Source: an optimization exercise on an open RTL-to-GDS flow (aim: small area, a short achievable clock period and few clock cycles per item). Production flows keep margins and buffers that such runs may drop.
RTL that was checked went through simulation tests only; none was proved equivalent to the original.
Function not checked in run 2: the RTL went through the layout flow alone.

`flow/config.mk`:
```
export PLATFORM = sky130hd
export DESIGN_NAME = fab_tile_alu
export DESIGN_NICKNAME = fab_tile_alu
export VERILOG_FILES = /design/flow/design.v
export SDC_FILE = /design/flow/constraint.sdc
export NUM_CORES = 4
export LEC_CHECK = 0
export ABC_AREA = 1
export CAP_MARGIN = 20
export CORE_MARGIN = 2
export CORE_UTILIZATION = 25
export PLACE_DENSITY = 0.45
export SETUP_SLACK_MARGIN = 0.8
export SLEW_MARGIN = 20
```
`flow/constraint.sdc`:
```
create_clock -name core_clock -period 22.0 [get_ports {clk}]
set_input_delay 4.4000 -clock core_clock [delete_from_list [all_inputs] [get_ports {clk}]]
set_output_delay 4.4000 -clock core_clock [all_outputs]
set_load 0.01 [all_outputs]
```
`flow/design.v`:
```
module fab_align (
    input  wire [23:0] v,
    input  wire        fill,
    input  wire [5:0]  sa,
    output wire [47:0] u
);
    wire [47:0] s0 = {v, {24{fill}}};
    wire [47:0] s1 = sa[5] ? {{32{s0[47]}}, s0[47:32]} : s0;
    wire [47:0] s2 = sa[4] ? {{16{s1[47]}}, s1[47:16]} : s1;
    wire [47:0] s3 = sa[3] ? {{8{s2[47]}},  s2[47:8]}  : s2;
    wire [47:0] s4 = sa[2] ? {{4{s3[47]}},  s3[47:4]}  : s3;
    wire [47:0] s5 = sa[1] ? {{2{s4[47]}},  s4[47:2]}  : s4;
    assign      u  = sa[0] ? {s5[47], s5[47:1]}        : s5;
endmodule
module fab_round (
    input  wire [47:0] u,
    output wire [46:0] a
);
    wire [23:0] inc = u[24:1] + 24'd1;
    assign a = u[0] ? {{23{inc[23]}}, inc} : u[47:1];
endmodule
module fab_mul (
    input  wire [23:0] a,
    input  wire [23:0] b,
    output wire [47:0] p
);
    wire [24:0] bx = {b, 1'b0};
    wire [24:0] ax = {a[23], a};           
    reg  [47:0] acc;
    reg  [24:0] mag, pp;
    reg         one, two, neg;
    integer i;
    always @(*) begin
        acc = 48'd0;
        for (i = 0; i < 12; i = i + 1)
            acc = acc - (48'd1 << (24 + 2 * i));
        for (i = 0; i < 12; i = i + 1) begin
            one = bx[2*i+1] ^ bx[2*i];
            two = (bx[2*i+2] & ~bx[2*i+1] & ~bx[2*i]) | (~bx[2*i+2] & bx[2*i+1] & bx[2*i]);
            neg = bx[2*i+2];
            mag = ({25{one}} & ax) | ({25{two}} & {ax[23:0], 1'b0});
            pp  = mag ^ {25{neg}};
            acc = acc + ({23'd0, ~pp[24], pp[23:0]} << (2 * i)) + ({47'd0, neg} << (2 * i));
        end
    end
    assign p = acc;
endmodule
module fab_sat24 #(
    parameter W = 49
) (
    input  wire [W-1:0] v,
    output wire [23:0]  y,
    output wire         sat
);
    wire hi_ok = (v[W-1:23] == {(W-23){1'b0}});
    wire lo_ok = (v[W-1:23] == {(W-23){1'b1}});
    assign sat = ~(hi_ok | lo_ok);
    assign y   = sat ? {v[W-1], {23{~v[W-1]}}} : v[23:0];
endmodule
module fab_tile_alu (
    input  wire        clk,
    input  wire        rst,
    input  wire        in_valid,
    output wire        in_ready,
    input  wire [3:0]  kind,
    input  wire [3:0]  used,
    input  wire [23:0] x0,
    input  wire [23:0] x1,
    input  wire [23:0] x2,
    input  wire [23:0] x3,
    input  wire [4:0]  pt0,
    input  wire [4:0]  pt1,
    input  wire [4:0]  pt2,
    input  wire [4:0]  pt3,
    input  wire [4:0]  out_pt,
    input  wire [28:0] prm0,
    input  wire [28:0] prm1,
    input  wire [28:0] prm2,
    input  wire [23:0] y_prev,
    output reg         out_valid,
    output reg  [23:0] y,
    output reg         sat,
    output reg         pin
);
    localparam NSTEP = 3;               
    localparam NITER = 8;               
    wire kSUM = (kind == 4'h1);
    wire kGAIN = (kind == 4'h2);
    wire kMUL = (kind == 4'h3);
    wire kLIM = (kind == 4'h6);
    wire kMM  = (kind == 4'h7);
    wire kSEL = (kind == 4'h8);
    wire kCMP = (kind == 4'h9);
    wire kREC = (kind == 4'hB);
    wire [23:0] xw0 = used[0] ? x0 : 24'd0;
    wire [23:0] xw1 = used[1] ? x1 : 24'd0;
    wire [23:0] xw2 = used[2] ? x2 : 24'd0;
    wire [23:0] xw3 = used[3] ? x3 : 24'd0;
    wire [23:0] P0  = prm0[23:0];
    wire [4:0]  pc  = prm0[28:24];
    wire lim_lo_p = kLIM & ~used[1];
    wire lim_hi_p = kLIM & ~used[2];
    wire rec_bad = ~used[0] | x0[23] | (x0 == 24'd0);
    wire rec_go  = kREC & ~rec_bad;
    wire [6:0] e1    = {2'b0, out_pt} + {2'b0, pt0} - {2'b0, pc} + 7'd1;
    wire       e1_hi = ~e1[6] & (e1[5:0] > 6'd24);
    wire [5:0] sa_rec = e1_hi ? (6'd48 - e1[5:0]) : (6'd24 - e1[5:0]);
    wire [5:0] sa_q0 = 6'd23 - {1'b0, out_pt} + {1'b0, pt0};
    wire [5:0] sa_q1 = 6'd23 - {1'b0, out_pt} + {1'b0, pt1};
    wire [5:0] sa_q2 = 6'd23 - {1'b0, out_pt} + {1'b0, pt2};
    wire [5:0] sa_q3 = 6'd23 - {1'b0, out_pt} + {1'b0, pt3};
    wire [5:0] sa_c1 = 6'd23 - {1'b0, pt0} + {1'b0, pt1};
    wire [23:0] n_s0 = kREC ? (P0 ^ {24{P0[23]}}) : xw0;
    wire [23:0] n_s1 = (kGAIN | lim_lo_p) ? P0 : (kREC ? xw0 : xw1);
    wire [23:0] n_s2 = kCMP ? P0 : (lim_hi_p ? prm1[23:0] : xw2);
    wire [23:0] n_s3 = (kLIM | kCMP) ? y_prev : xw3;
    wire [5:0]  n_sa0 = kREC ? sa_rec : (kCMP ? 6'd23 : sa_q0);
    wire [5:0]  n_sa1 = lim_lo_p ? 6'd23 : (kCMP ? sa_c1 : sa_q1);
    wire [5:0]  n_sa2 = (kCMP | lim_hi_p) ? 6'd23 : sa_q2;
    wire [5:0]  n_sa3 = (kLIM | kCMP) ? 6'd23 : sa_q3;
    wire [6:0]  n_spp = 7'd23 - {2'b0, out_pt} + {2'b0, pt0} + {2'b0, (kGAIN ? pc : pt1)};
    wire [7:0]  n_sg  = kSUM ? prm0[7:0] : (kCMP ? 8'b00_11_11_01 : 8'd0);
    reg         r_v;
    reg  [23:0] s0, s1, s2, s3;
    reg  [5:0]  sa0, sa1, sa2, sa3;
    reg  [6:0]  spp;
    reg  [7:0]  sg;
    reg  [3:0]  r_used;
    reg         r_mx, r_selp, r_fill, r_e1hi;
    reg         rSUM, rPROD, rLIM, rMM, rSEL, rCMP, rRECB, rREC;
    reg  [23:0] r_S;
    reg         busy;      
    reg         dv_set;    
    reg  [3:0]  dv_cnt;
    reg         rdy;
    assign in_ready = rdy;
    wire acc = in_valid & rdy;
    always @(posedge clk) begin
        begin
            s0 <= n_s0; s1 <= n_s1; s2 <= n_s2; s3 <= n_s3;
            sa0 <= n_sa0; sa1 <= n_sa1; sa2 <= n_sa2; sa3 <= n_sa3;
            spp <= n_spp; sg <= n_sg;
            r_used <= used; r_mx <= prm0[0];
            r_selp <= (xw2 != 24'd0);
            r_fill <= kREC & P0[23];
            r_e1hi <= e1_hi;
            rSUM <= kSUM; rPROD <= kGAIN | kMUL; rLIM <= kLIM; rMM <= kMM;
            rSEL <= kSEL; rCMP <= kCMP; rRECB <= kREC & rec_bad; rREC <= rec_go;
            r_S <= prm2[23:0];
        end
    end
    wire [47:0] u0, u1, u2, u3;
    wire [46:0] a0, a1, a2, a3;
    fab_align al0 (.v(s0), .fill(r_fill), .sa(sa0), .u(u0));
    fab_align al1 (.v(s1), .fill(1'b0),   .sa(sa1), .u(u1));
    fab_align al2 (.v(s2), .fill(1'b0),   .sa(sa2), .u(u2));
    fab_align al3 (.v(s3), .fill(1'b0),   .sa(sa3), .u(u3));
    fab_round rd0 (.u(u0), .a(a0));
    fab_round rd1 (.u(u1), .a(a1));
    fab_round rd2 (.u(u2), .a(a2));
    fab_round rd3 (.u(u3), .a(a3));
    function [48:0] term(input [46:0] a, input [1:0] c);
        case (c)
            2'b01:   term = {{2{a[46]}}, a};
            2'b11:   term = ~{{2{a[46]}}, a};
            default: term = 49'd0;
        endcase
    endfunction
    wire [48:0] sum = term(a0, sg[1:0]) + term(a1, sg[3:2]) + term(a2, sg[5:4]) + term(a3, sg[7:6])
                    + (sg[1:0] == 2'b11) + (sg[3:2] == 2'b11) + (sg[5:4] == 2'b11) + (sg[7:6] == 2'b11);
    wire [47:0] prod;
    fab_mul u_mul (.a(s0), .b(s1), .p(prod));
    wire signed [71:0] psh  = $signed({prod, 24'd0}) >>> spp;
    wire        p_ovf = ~((psh[71:25] == {47{1'b0}}) | (psh[71:25] == {47{1'b1}}));
    wire [26:0] p_r   = {psh[25], psh[25:0]} + 27'd1;           
    wire [25:0] p_rr  = p_r[26:1];                                
    wire        p_sat = p_ovf | ~((p_rr[25:23] == 3'b000) | (p_rr[25:23] == 3'b111));
    wire [23:0] p_y   = p_sat ? {prod[47], {23{~prod[47]}}} : p_rr[23:0];
    wire gt10 = $signed(a1) > $signed(a0);
    wire gt32 = $signed(a3) > $signed(a2);
    wire selA = ~r_used[0] | (r_used[1] & (gt10 ~^ r_mx));
    wire selB = ~r_used[2] | (r_used[3] & (gt32 ~^ r_mx));
    wire [46:0] wA = selA ? a1 : a0;
    wire [46:0] wB = selB ? a3 : a2;
    wire uA = r_used[0] | r_used[1];
    wire uB = r_used[2] | r_used[3];
    wire gtBA = $signed(wB) > $signed(wA);
    wire selAB = ~uA | (uB & (gtBA ~^ r_mx));
    wire [46:0] mm = (uA | uB) ? (selAB ? wB : wA) : 47'd0;
    wire [46:0] sel_v = r_selp ? a1 : a0;
    wire [46:0] c1 = ($signed(a0) < $signed(a1)) ? a1 : a0;
    wire [46:0] c2 = ($signed(c1) > $signed(a2)) ? a2 : c1;
    wire [25:0] yp   = {{2{s3[23]}}, s3};
    wire [25:0] slo  = yp - {2'b0, r_S};
    wire [25:0] shi  = yp + {2'b0, r_S};
    wire        s_nz = (r_S != 24'd0);
    wire        c_lo = s_nz & ($signed(c2) < $signed(slo));
    wire        c_hi = s_nz & ($signed(c2) > $signed(shi));
    wire [46:0] c3 = c_lo ? {{21{slo[25]}}, slo} : (c_hi ? {{21{shi[25]}}, shi} : c2);
    wire        l_pin = (c2 != a0) | c_lo | c_hi;
    wire [48:0] dph = {{2{a0[46]}}, a0} - {{2{a1[46]}}, a1} + {{2{a2[46]}}, a2};
    wire        d_gt = ~sum[48] & (sum != 49'd0);
    wire        d_lt = dph[48];
    wire [23:0] cmp_y = d_gt ? 24'h7F_FFFF : (d_lt ? 24'h00_0000 : s3);
    reg  [48:0] wres;
    always @(*) begin
        if (rSUM)      wres = sum;
        else if (rLIM) wres = {{2{c3[46]}}, c3};
        else if (rMM)  wres = {{2{mm[46]}}, mm};
        else           wres = {{2{sel_v[46]}}, sel_v};
    end
    wire [23:0] w_y;
    wire        w_sat;
    fab_sat24 #(.W(49)) u_sat (.v(wres), .y(w_y), .sat(w_sat));
    reg  [23:0] o_y;
    reg         o_sat;
    always @(*) begin
        if (rSUM | rLIM | rMM | rSEL) begin
            o_y = w_y; o_sat = w_sat;
        end else if (rPROD) begin
            o_y = p_y; o_sat = p_sat;
        end else if (rCMP) begin
            o_y = cmp_y; o_sat = 1'b0;
        end else if (rRECB) begin
            o_y = 24'h7F_FFFF; o_sat = 1'b1;
        end else begin
            o_y = 24'd0; o_sat = 1'b0;
        end
    end
    wire [47:0] dv_w   = r_e1hi ? {u0[23:0], {24{r_fill}}} : u0;
    wire        dv_big = r_e1hi & (u0[47:24] != 24'd0);
    wire        dv_ovf = dv_big | (dv_w[47:25] >= s1[22:0]);
    reg  [22:0] dv_d;
    reg  [22:0] dv_r;
    reg  [24:0] dv_q;
    reg         dv_sgn;
    function [47:0] dstep(input [22:0] r, input [24:0] q, input [22:0] d);
        reg [23:0] t;
        begin
            t = {r, q[24]};
            if (t >= {1'b0, d}) begin
                t = t - {1'b0, d};
                dstep = {t[22:0], q[23:0], 1'b1};
            end else begin
                dstep = {t[22:0], q[23:0], 1'b0};
            end
        end
    endfunction
    wire [47:0] dv_s0 = dstep(dv_w[47:25], dv_w[24:0], s1[22:0]);
    reg  [22:0] st_r [0:NSTEP];
    reg  [24:0] st_q [0:NSTEP];
    integer k;
    always @(*) begin
        st_r[0] = dv_r;
        st_q[0] = dv_q;
        for (k = 0; k < NSTEP; k = k + 1)
            {st_r[k+1], st_q[k+1]} = dstep(st_r[k], st_q[k], dv_d);
    end
    wire [24:0] gm   = st_q[NSTEP];
    wire [25:0] g_t  = dv_sgn ? ~{2'b0, gm[24:1]} : {2'b0, gm[24:1]};
    wire [25:0] g_r  = g_t + {25'd0, gm[0] ^ dv_sgn};
    wire        g_sat = ~((g_r[25:23] == 3'b000) | (g_r[25:23] == 3'b111));
    wire [23:0] g_y   = g_sat ? {dv_sgn, {23{~dv_sgn}}} : g_r[23:0];
    always @(posedge clk) begin
        if (rst) begin
            r_v       <= 1'b0;
            busy      <= 1'b0;
            dv_set    <= 1'b0;
            rdy       <= 1'b1;
            out_valid <= 1'b0;
        end else begin
            r_v       <= acc;
            out_valid <= 1'b0;
            if (acc & rec_go) begin
                rdy    <= 1'b0;
                dv_set <= 1'b1;
            end
            if (r_v & ~rREC) begin
                y         <= o_y;
                sat       <= o_sat;
                pin       <= rLIM & l_pin;
                out_valid <= 1'b1;
            end
            if (dv_set) begin
                dv_set <= 1'b0;
                if (dv_ovf) begin
                    y         <= {r_fill, {23{~r_fill}}};
                    sat       <= 1'b1;
                    pin       <= 1'b0;
                    out_valid <= 1'b1;
                    rdy       <= 1'b1;
                end else begin
                    busy   <= 1'b1;
                    dv_cnt <= NITER - 1;
                    rdy    <= (NITER == 1);
                end
            end
            if (busy) begin
                dv_cnt <= dv_cnt - 4'd1;
                if (dv_cnt == 4'd1) rdy <= 1'b1;
                if (dv_cnt == 4'd0) begin
                    busy      <= 1'b0;
                    y         <= g_y;
                    sat       <= g_sat;
                    pin       <= 1'b0;
                    out_valid <= 1'b1;
                end
            end
        end
    end
    always @(posedge clk) begin
        if (dv_set) begin
            dv_d   <= s1[22:0];
            dv_r   <= dv_s0[47:25];
            dv_q   <= dv_s0[24:0];
            dv_sgn <= r_fill;
        end else begin
            dv_r <= st_r[NSTEP];
            dv_q <= st_q[NSTEP];
        end
    end
endmodule
```
`flow/run.sh`:
```
#!/bin/bash
# synth_recipe.tcl (not shown) runs the flow's synth.tcl, then flattens the netlist and writes it again
# the make line also repeats each setting of config.mk as NAME=value (left out here)
make -C /OpenROAD-flow-scripts/flow DESIGN_CONFIG=/design/flow/config.mk WORK_HOME=/design/flow/orfs CLKGATE_MAP_FILE= SYNTH_SCRIPT=/design/flow/synth_recipe.tcl finish
```
==> results of run 1 <==
==> placed cells by master, fill, tap and decap left out, types with 46 or more instances in the layout <==
master,n
sky130_fd_sc_hd__nand2_1,3200
sky130_fd_sc_hd__o21ai_0,1369
sky130_fd_sc_hd__inv_1,1258
sky130_fd_sc_hd__nand3_1,836
sky130_fd_sc_hd__ha_1,787
sky130_fd_sc_hd__a21oi_1,755
sky130_fd_sc_hd__nor2_1,561
sky130_fd_sc_hd__xor2_1,532
sky130_fd_sc_hd__fa_1,379
sky130_fd_sc_hd__o22ai_1,276
sky130_fd_sc_hd__clkdlybuf4s50_1,258
sky130_fd_sc_hd__buf_4,236
sky130_fd_sc_hd__dfxtp_1,218
sky130_fd_sc_hd__xnor2_1,135
sky130_fd_sc_hd__nand4_1,114
sky130_fd_sc_hd__o211ai_1,102
sky130_fd_sc_hd__a31oi_1,86
sky130_fd_sc_hd__mux2i_1,75
sky130_fd_sc_hd__nor3_1,65
sky130_fd_sc_hd__o21ai_1,58
sky130_fd_sc_hd__nor4_1,56
sky130_fd_sc_hd__edfxtp_1,54
sky130_fd_sc_hd__a211oi_1,50
sky130_fd_sc_hd__a22oi_1,46
==> cell families after synthesis <==
| family | count (synthesis) |
|---|---|
| buf+inv | 1987 |
| mux | 76 |
| xor+xnor | 669 |
| flops | 282 |
| fa+ha+maj | 1166 |
| simple gates | 4980 |
| compound gates | 2938 |
==> registers in the layout (all words and copies together), names as in the netlist, 23 cells and up <==
signal,flops
s1,24
s2,24
dv_r,23
dv_d,23
dv_q,25
r_S,24
s0,24
s3,24
y,24
==> how the worst max path moves through the flow <==
stage	end	slack, ns
after floorplan	y[23]	10.63
after detailed placement	y[12]	4.88
after global routing	y[4]	2.94
after global placement	y[12]	4.79
final	y[12]	3.99
after CTS	y[12]	4.83
==> layer usage <==
layer	up-vias	routed length, um
met3	389	26400
met4	2	14200
met2	2886	159000
li1	40200	-
met5	-	14
met1	38800	170000
==> per-stage QoR <==
step           std cells  instance area [um2]  worst slack, ns  hold WS [ns]
3_3_place_gp       15900                81600             4.79         0.516
2_1_floorplan      12100                74900            10.63         0.403
5_1_grt            15900                82900             2.94         0.521
3_5_place_dp       15900                81600             4.88         0.526
4_1_cts            15900                82900             4.83         0.500
6_report           15900                82900             3.99         0.488
==> final cells by class <==
class	count	area share, %
repair buffers	496	5.26
flip-flops and latches	282	7.48
clock buffers	52	1.37
multi-input cells	9829	73.8
diodes	8	0.0241
well taps	3939	5.94
inverters	1309	5.93
clock inverters	21	0.205
==> worst register-to-register path: cells and delay by family (launching register included) <==
family / cells / cell delay (ns)
flops: 1 / 0.76
fa+ha+maj: 3 / 1.26
xor+xnor: 1 / 0.12
compound gates: 15 / 4.02
buf+inv: 8 / 2.51
simple gates: 50 / 9.06
==> flow_metrics.py, run 1 <==
metrics = {
    "min_path": {
        "whs_endpoint": "dv_cnt[0]",
        "hp-start": "busy",
        "timing.hold.worst_path_depth": 1,
        "min-delay-path-class": "reg -> reg",
    },
    "global_route": {
        "grt.overflow.total": 0,
        "grt_use_total_pct": 23.7,
        "pin_count_of_the_biggest_net_entering_global_routing": 91,
        "use_met3_pct": 3.32,
        "gr-usage-met2_pct": 36.8,
        "antenna_violations_before_repair": 28,
        "grt.met1_usage_pct": 33.2,
        "first_pass_grt_wire_length_mm": 536,
        "grt-busiest-layer": "met2",
        "first_global_vias": 77700,
    },
    "clock_tree": {
        "clkTransAtPathRegs_ns": 0.06,
        "tritoncts.num_buffers": 40,
        "cts_htree_levels": 2,
        "post_cts_resize_count": 0,
        "clkSinkCount": 282,
        "worstSkewPairLatency_ns": 0.66,
        "cts_setup_buffers": 0,
        "clock_tree_from_tritoncts": "done",
        "post_cts_hold_buffer_count": 0,
        "max_clock_buf_depth": 3,
        "cts.root.buffer_cell": "sky130_fd_sc_hd__clkbuf_16",
    },
    "logic_synthesis": {
        "synth.top_cells.by_area": "sky130_fd_sc_hd__nand2_1 16%, sky130_fd_sc_hd__ha_1 13%, sky130_fd_sc_hd__fa_1 10%",
        "synth_area_leader_cell": "sky130_fd_sc_hd__nand2_1",
        "synth-compound-area-share_pct": 21.7,
        "postSynthAreaPerCell_um2": 6.19,
        "synth_enable_flop_cells": 54,
        "synth-simple-area-share_pct": 27.7,
        "synth-xor-area-share_pct": 7.84,
        "post_synth_num_cell_types": 73,
        "netlist_top_cells_count": "3204 x sky130_fd_sc_hd__nand2_1, 1374 x sky130_fd_sc_hd__o21ai_0, 1265 x sky130_fd_sc_hd__inv_1",
        "yosysMostFrequentCell": "sky130_fd_sc_hd__nand2_1",
        "syn-num-nets": 13500,
        "synthAdderAreaFrac_pct": 23.3,
        "synth.ff_latch_count": 282,
        "cells_after_synthesis": 12100,
        "synth_warnings": 4,
        "ys_dominant_reg_cell": "sky130_fd_sc_hd__dfxtp_1",
        "muxShareOfSynthArea_pct": 1.02,
        "synthArstFlopShare_pct": 0,
        "synth_area_mm2": 0.0749,
        "combinational_family_with_the_most_area_after_synthesis": "simple AND/OR/NAND/NOR gates",
        "synth_top_cell_area_share_pct": 16.1,
        "seq_area_frac_synth_pct": 8.26,
    },
    "critical_path": {
        "rr_endpoint": "y[12]",
        "worst_ep_arrival_time_ns": 18.40,
        "critPathLaunch": "s0[23]",
        "worst-setup-path-type": "reg -> reg",
        "crit_path_end_kind": "flip-flop",
        "logic_depth_of_the_worst_setup_path_including_buffers": 77,
        "cp_top_family": "simple AND/OR/NAND/NOR gates",
        "highest_fanout_seen_on_the_critical_path": 56,
        "worst_path_largest_cell_delay_ns": 0.76,
        "required_ns": 22.39,
        "rr_worst_depth": 77,
        "critPathBufInv": 8,
        "start_kind": "flip-flop",
        "crit_path_top_delay_cell": "sky130_fd_sc_hd__dfxtp_1",
        "crit_top_cell": "sky130_fd_sc_hd__nand2_1",
        "r2r_setup_slack_ns": 3.99,
        "reg2reg_from": "s0[23]",
    },
    "run_status": {
        "run_status": "complete, no violations",
    },
    "layout": {
        "layout.core_utilization_pct": 27.9,
        "flow.area_growth_from_synthesis_pct": 10.7,
        "multi_input_gate_area_mm2": 0.0612,
        "ff_latch_area_mm2": 0.00620,
        "nFillCells": 34000,
        "final_net_count": 13400,
        "drive_gt1_share_pct": 4.07,
    },
    "drt": {
        "detailedRoute.firstPassIterationCount": 6,
        "ant_nets": 0,
        "detailed_route_vias_per_instance": 5.16,
        "wirelength_per_cell_um": 23.2,
        "detailed_route_via_count": 82300,
        "drtIter0Drc": 8539,
        "drt-total-wl_mm": 369,
        "drcViolationCount": 0,
    },
    "die": {
        "initial_core_util_pct": 25.2,
        "floorplan.io_pins": 271,
        "fp.coreArea_mm2": 0.297,
        "die_y_extent_um": 551,
        "dieWidth_um": 551,
        "dieArea_mm2": 0.304,
        "placement_rows": 200,
    },
    "sta": {
        "slew-limit-headroom_pct": 18.7,
        "min_period_ns": 18.01,
        "final.setup.tns_ns": 0,
        "setup_repair_after_global_routing_missed_its_margin": "false",
        "final-setup-viol-count": 0,
        "clock-skew-final_ns": 0.0650,
        "timing_max_transition_violations_final": 0,
        "fmax_mhz": 55.5,
        "max_slew.worst_pin.slew_ns": 1.21,
        "timing.final.crit_share_pct": 81.9,
        "hold_violation_total_from_the_final_report": 0,
    },
    "placement": {
        "port_buffers": 260,
        "final_gp_congestion": 0.972,
        "dpl.hpwl_mm": 303,
    },
    "job": {
        "drv_cap": 0,
    },
}
Testbench counts, summed over its fixed seeds: cycles 8,682, items 6,400.
==> inputs of run 2 (changes only) <==
--- a/flow/design.v
+++ b/flow/design.v
@@ -19,32 +19,6 @@
     wire [23:0] inc = u[24:1] + 24'd1;
     assign a = u[0] ? {{23{inc[23]}}, inc} : u[47:1];
 endmodule
-module fab_mul (
-    input  wire [23:0] a,
-    input  wire [23:0] b,
-    output wire [47:0] p
-);
-    wire [24:0] bx = {b, 1'b0};
-    wire [24:0] ax = {a[23], a};           
-    reg  [47:0] acc;
-    reg  [24:0] mag, pp;
-    reg         one, two, neg;
-    integer i;
-    always @(*) begin
-        acc = 48'd0;
-        for (i = 0; i < 12; i = i + 1)
-            acc = acc - (48'd1 << (24 + 2 * i));
-        for (i = 0; i < 12; i = i + 1) begin
-            one = bx[2*i+1] ^ bx[2*i];
-            two = (bx[2*i+2] & ~bx[2*i+1] & ~bx[2*i]) | (~bx[2*i+2] & bx[2*i+1] & bx[2*i]);
-            neg = bx[2*i+2];
-            mag = ({25{one}} & ax) | ({25{two}} & {ax[23:0], 1'b0});
-            pp  = mag ^ {25{neg}};
-            acc = acc + ({23'd0, ~pp[24], pp[23:0]} << (2 * i)) + ({47'd0, neg} << (2 * i));
-        end
-    end
-    assign p = acc;
-endmodule
 module fab_sat24 #(
     parameter W = 49
 ) (
@@ -82,8 +56,8 @@
     output reg         sat,
     output reg         pin
 );
-    localparam NSTEP = 3;               
-    localparam NITER = 8;               
+    localparam NSTEP = 5;               
+    localparam NITER = 25 / NSTEP;      
     wire kSUM = (kind == 4'h1);
     wire kGAIN = (kind == 4'h2);
     wire kMUL = (kind == 4'h3);
@@ -131,7 +105,7 @@
     reg  [23:0] r_S;
     reg         busy;      
     reg         dv_set;    
-    reg  [3:0]  dv_cnt;
+    reg  [2:0]  dv_cnt;
     reg         rdy;
     assign in_ready = rdy;
     wire acc = in_valid & rdy;
@@ -168,8 +142,7 @@
     endfunction
     wire [48:0] sum = term(a0, sg[1:0]) + term(a1, sg[3:2]) + term(a2, sg[5:4]) + term(a3, sg[7:6])
                     + (sg[1:0] == 2'b11) + (sg[3:2] == 2'b11) + (sg[5:4] == 2'b11) + (sg[7:6] == 2'b11);
-    wire [47:0] prod;
-    fab_mul u_mul (.a(s0), .b(s1), .p(prod));
+    wire signed [47:0] prod = $signed(s0) * $signed(s1);
     wire signed [71:0] psh  = $signed({prod, 24'd0}) >>> spp;
     wire        p_ovf = ~((psh[71:25] == {47{1'b0}}) | (psh[71:25] == {47{1'b1}}));
     wire [26:0] p_r   = {psh[25], psh[25:0]} + 27'd1;           
@@ -234,27 +207,23 @@
     reg  [22:0] dv_r;
     reg  [24:0] dv_q;
     reg         dv_sgn;
-    function [47:0] dstep(input [22:0] r, input [24:0] q, input [22:0] d);
-        reg [23:0] t;
-        begin
-            t = {r, q[24]};
-            if (t >= {1'b0, d}) begin
-                t = t - {1'b0, d};
-                dstep = {t[22:0], q[23:0], 1'b1};
-            end else begin
-                dstep = {t[22:0], q[23:0], 1'b0};
-            end
-        end
-    endfunction
-    wire [47:0] dv_s0 = dstep(dv_w[47:25], dv_w[24:0], s1[22:0]);
     reg  [22:0] st_r [0:NSTEP];
     reg  [24:0] st_q [0:NSTEP];
+    reg  [23:0] st_t;
     integer k;
     always @(*) begin
         st_r[0] = dv_r;
         st_q[0] = dv_q;
-        for (k = 0; k < NSTEP; k = k + 1)
-            {st_r[k+1], st_q[k+1]} = dstep(st_r[k], st_q[k], dv_d);
+        for (k = 0; k < NSTEP; k = k + 1) begin
+            st_t = {st_r[k], st_q[k][24]};
+            if (st_t >= {1'b0, dv_d}) begin
+                st_t = st_t - {1'b0, dv_d};
+                st_q[k+1] = {st_q[k][23:0], 1'b1};
+            end else begin
+                st_q[k+1] = {st_q[k][23:0], 1'b0};
+            end
+            st_r[k+1] = st_t[22:0];
+        end
     end
     wire [24:0] gm   = st_q[NSTEP];
     wire [25:0] g_t  = dv_sgn ? ~{2'b0, gm[24:1]} : {2'b0, gm[24:1]};
@@ -296,9 +265,9 @@
                 end
             end
             if (busy) begin
-                dv_cnt <= dv_cnt - 4'd1;
-                if (dv_cnt == 4'd1) rdy <= 1'b1;
-                if (dv_cnt == 4'd0) begin
+                dv_cnt <= dv_cnt - 3'd1;
+                if (dv_cnt == 3'd1) rdy <= 1'b1;
+                if (dv_cnt == 3'd0) begin
                     busy      <= 1'b0;
                     y         <= g_y;
                     sat       <= g_sat;
@@ -311,8 +280,8 @@
     always @(posedge clk) begin
         if (dv_set) begin
             dv_d   <= s1[22:0];
-            dv_r   <= dv_s0[47:25];
-            dv_q   <= dv_s0[24:0];
+            dv_r   <= dv_w[47:25];
+            dv_q   <= dv_w[24:0];
             dv_sgn <= r_fill;
         end else begin
             dv_r <= st_r[NSTEP];
--- a/flow/config.mk
+++ b/flow/config.mk
@@ -5,7 +5,6 @@
 export SDC_FILE = /design/flow/constraint.sdc
 export NUM_CORES = 4
 export LEC_CHECK = 0
-export ABC_AREA = 1
 export CAP_MARGIN = 20
 export CORE_MARGIN = 2
 export CORE_UTILIZATION = 25
==> flow_metrics.py, run 2 <==
metrics = {
    "job": {
        "drv_cap": 0,
    },
    "logic_synthesis": {
        "netlist_top_cells_count": "1220 x sky130_fd_sc_hd__inv_1, 1073 x sky130_fd_sc_hd__nand2_1, 855 x sky130_fd_sc_hd__nor2_1",
        "synth_area_mm2": 0.0895,
        "synth.ff_latch_count": 281,
        "post_synth_num_cell_types": 122,
        "synth.top_cells.by_area": "sky130_fd_sc_hd__fa_1 17%, sky130_fd_sc_hd__ha_1 11%, sky130_fd_sc_hd__inv_1 5.1%",
        "synth_top_cell_area_share_pct": 17.2,
        "yosysMostFrequentCell": "sky130_fd_sc_hd__inv_1",
        "synth_warnings": 3,
        "synth_area_leader_cell": "sky130_fd_sc_hd__fa_1",
        "synth_enable_flop_cells": 53,
        "synthArstFlopShare_pct": 0,
        "seq_area_frac_synth_pct": 6.88,
        "postSynthAreaPerCell_um2": 7.61,
        "cells_after_synthesis": 11800,
        "ys_dominant_reg_cell": "sky130_fd_sc_hd__dfxtp_1",
        "syn-num-nets": 13600,
    },
    "sta": {
        "final-setup-viol-count": 0,
        "hold_violation_total_from_the_final_report": 0,
        "timing_max_transition_violations_final": 0,
        "timing.final.crit_share_pct": 90.1,
        "slew-limit-headroom_pct": 13.8,
        "setup_repair_after_global_routing_missed_its_margin": "false",
        "fmax_mhz": 50.4,
        "max_slew.worst_pin.slew_ns": 1.28,
        "min_period_ns": 19.83,
        "clock-skew-final_ns": 0.0896,
        "final.setup.tns_ns": 0,
    },
    "drt": {
        "drtIter0Drc": 8665,
        "detailedRoute.firstPassIterationCount": 6,
        "wirelength_per_cell_um": 25.8,
        "ant_nets": 0,
        "drt-total-wl_mm": 429,
        "detailed_route_vias_per_instance": 5.29,
        "detailed_route_via_count": 88000,
        "drcViolationCount": 0,
    },
    "layout": {
        "number_of_flip_flops_under_the_largest_register_name": 25,
        "final_net_count": 13600,
        "layout.cells.most_common": "sky130_fd_sc_hd__inv_1",
        "flow.area_growth_from_synthesis_pct": 12.4,
        "finalInstanceArea_mm2": 0.101,
        "most-common-layout-cells": "1220 x sky130_fd_sc_hd__inv_1, 1072 x sky130_fd_sc_hd__nand2_1, 851 x sky130_fd_sc_hd__nor2_1",
        "max_flop_register": "dv_q",
        "drive_gt1_share_pct": 8.46,
    },
    "global_route": {
        "grt_use_total_pct": 23.1,
        "first_pass_grt_wire_length_mm": 616,
        "grt.overflow.total": 0,
        "pin_count_of_the_biggest_net_entering_global_routing": 94,
        "first_global_vias": 84800,
        "antenna_violations_before_repair": 51,
    },
    "critical_path": {
        "start_kind": "flip-flop",
        "crit_path_top_delay_cell": "sky130_fd_sc_hd__nor2_2",
        "reg2reg_from": "sa0[3]",
        "worst-setup-path-type": "reg -> reg",
        "worst_ep_arrival_time_ns": 20.20,
        "rr_endpoint": "y[17]",
        "rr_worst_depth": 64,
        "highest_fanout_seen_on_the_critical_path": 51,
        "crit_top_cell": "sky130_fd_sc_hd__a21o_1",
        "r2r_setup_slack_ns": 2.17,
        "crit_path_end_kind": "flip-flop",
        "worst_path_largest_cell_delay_ns": 0.75,
        "required_ns": 22.37,
    },
    "min_path": {
        "timing.hold.worst_path_depth": 1,
        "hp-start": "busy",
        "whs_endpoint": "dv_cnt[2]",
        "min-delay-path-class": "reg -> reg",
    },
    "clock_tree": {
        "clock_tree_from_tritoncts": "done",
        "worstSkewPairLatency_ns": 0.72,
        "post_cts_hold_buffer_count": 0,
        "tritoncts.num_buffers": 45,
        "cts_htree_levels": 2,
        "cts.root.buffer_cell": "sky130_fd_sc_hd__clkbuf_16",
        "max_clock_buf_depth": 3,
        "clkTransAtPathRegs_ns": 0.06,
        "clkSinkCount": 281,
    },
    "die": {
        "dieArea_mm2": 0.363,
        "fp.coreArea_mm2": 0.356,
        "floorplan.io_pins": 271,
        "die_y_extent_um": 602,
        "initial_core_util_pct": 25.1,
        "placement_rows": 219,
        "dieWidth_um": 602,
    },
    "run_status": {
        "run_status": "complete, no violations",
    },
    "placement": {
        "postPlaceCellArea_mm2": 0.0989,
        "dpl.hpwl_mm": 352,
        "port_buffers": 260,
        "final_gp_congestion": 0.995,
    },
}
-- run 2: worst max-delay path, delay by kind of cell, from the launching register on --
kind / cells / cell delay [ns]
muxes: 4 / 1.67
DFF: 1 / 0.74
xor gates and xnor gates: 1 / 0.15
and+or+nand+nor: 16 / 5.58
adders and majority gates: 3 / 0.71
AOI/OAI and AO/OA: 33 / 8.17
buffers and inverters: 7 / 2.32
-- run 2: layout make-up --
| cell class | instances | area, um2 |
|---|---|---|
| antenna | 10 | 25.0 |
| fill | 39200 | 255000 |
| multi-input combinational | 9522 | 76000 |
| clock inverter | 32 | 317 |
| inverter | 1236 | 4640 |
| sequential | 281 | 6200 |
| tap | 4751 | 5940 |
| timing repair buffer | 740 | 6220 |
| clock buffer | 51 | 1190 |
-- run 2: through the flow --
stage                     hold slack (ns)  util (%)  std cells  setup WS (ns)
final                               0.505      28.2      16600           2.17
after global routing                0.532      28.2      16600          0.768
after CTS                           0.508      28.2      16600          0.818
after detailed placement            0.502      27.8      16500          0.887
after global placement              0.494      27.8      16500          0.771
after floorplan                     0.406         -      11800          0.855
-- run 2: timing repair --
item,in CTS,in global routing
pin swaps,0,10
endpoints found under the hold margin,0,0
setup endpoints to repair,3,27
gates resized for setup,2,35
cloned,0,0
setup buffers,1,4
-- run 2: kinds of logic after synthesis --
group / share of synthesized area (%)
compound gates: 22.1
xor+xnor: 6.08
fa+ha+maj: 28.4
buf+inv: 8.45
flops: 6.88
mux: 7.70
simple gates: 20.4
-- run 2: routing by layer --
| layer | vias to the layer above | share of wire, % | global-route usage [%] | routed length (um) |
|---|---|---|---|---|
| met2 | 3017 | 43 | 35.2 | 183000 |
| met1 | 43500 | 47 | 33.0 | 200000 |
| met3 | 522 | 6.7 | 3.28 | 28800 |
| li1 | 41000 | - | - | - |
| met5 | - | 0.042 | 0 | 181 |
| met4 | 28 | 4.0 | 7.85 | 17000 |
-- run 2: worst max-delay path by stage --
stage               endpoint  slack, ns      from
floorplan              y[16]       0.85   dv_d[1]
global placement        y[2]       0.77   dv_d[0]
detailed placement      y[2]       0.89   dv_d[0]
CTS                     y[2]       0.82  dv_q[24]
global route            y[2]       0.77  dv_q[24]
finish                 y[17]       2.17    sa0[3]

==> port drivers added, routing unchanged <==
No port has a modelled driver above. Below, the same layouts with a new extraction and two added sets of constraints.
Step 1 assumes that a clkbuf_16 drives the clock port and a buf_2 every other input.
Step 2 adds t to the input delays and takes it off the output delays; t is the mean of the earliest and latest rising clock arrival at the registers after step 1. Input paths then give back, and output paths get back, about the clock's delay inside the block.
Three values: ideal, step 1, step 2; two values: the first two.
run	t, ns	slack for setup (ns)	slew at the worst register clock pin (ns)	worst slew at a driven data input, ns	pins driven straight from the clock port
run 1	0.736	3.985 / 3.985 / 3.985	0.09 / 0.09	0.31	1
run 2	0.785	2.171 / 2.171 / 2.171	0.09 / 0.09	0.26	1
After both steps every run listed still meets setup and hold.
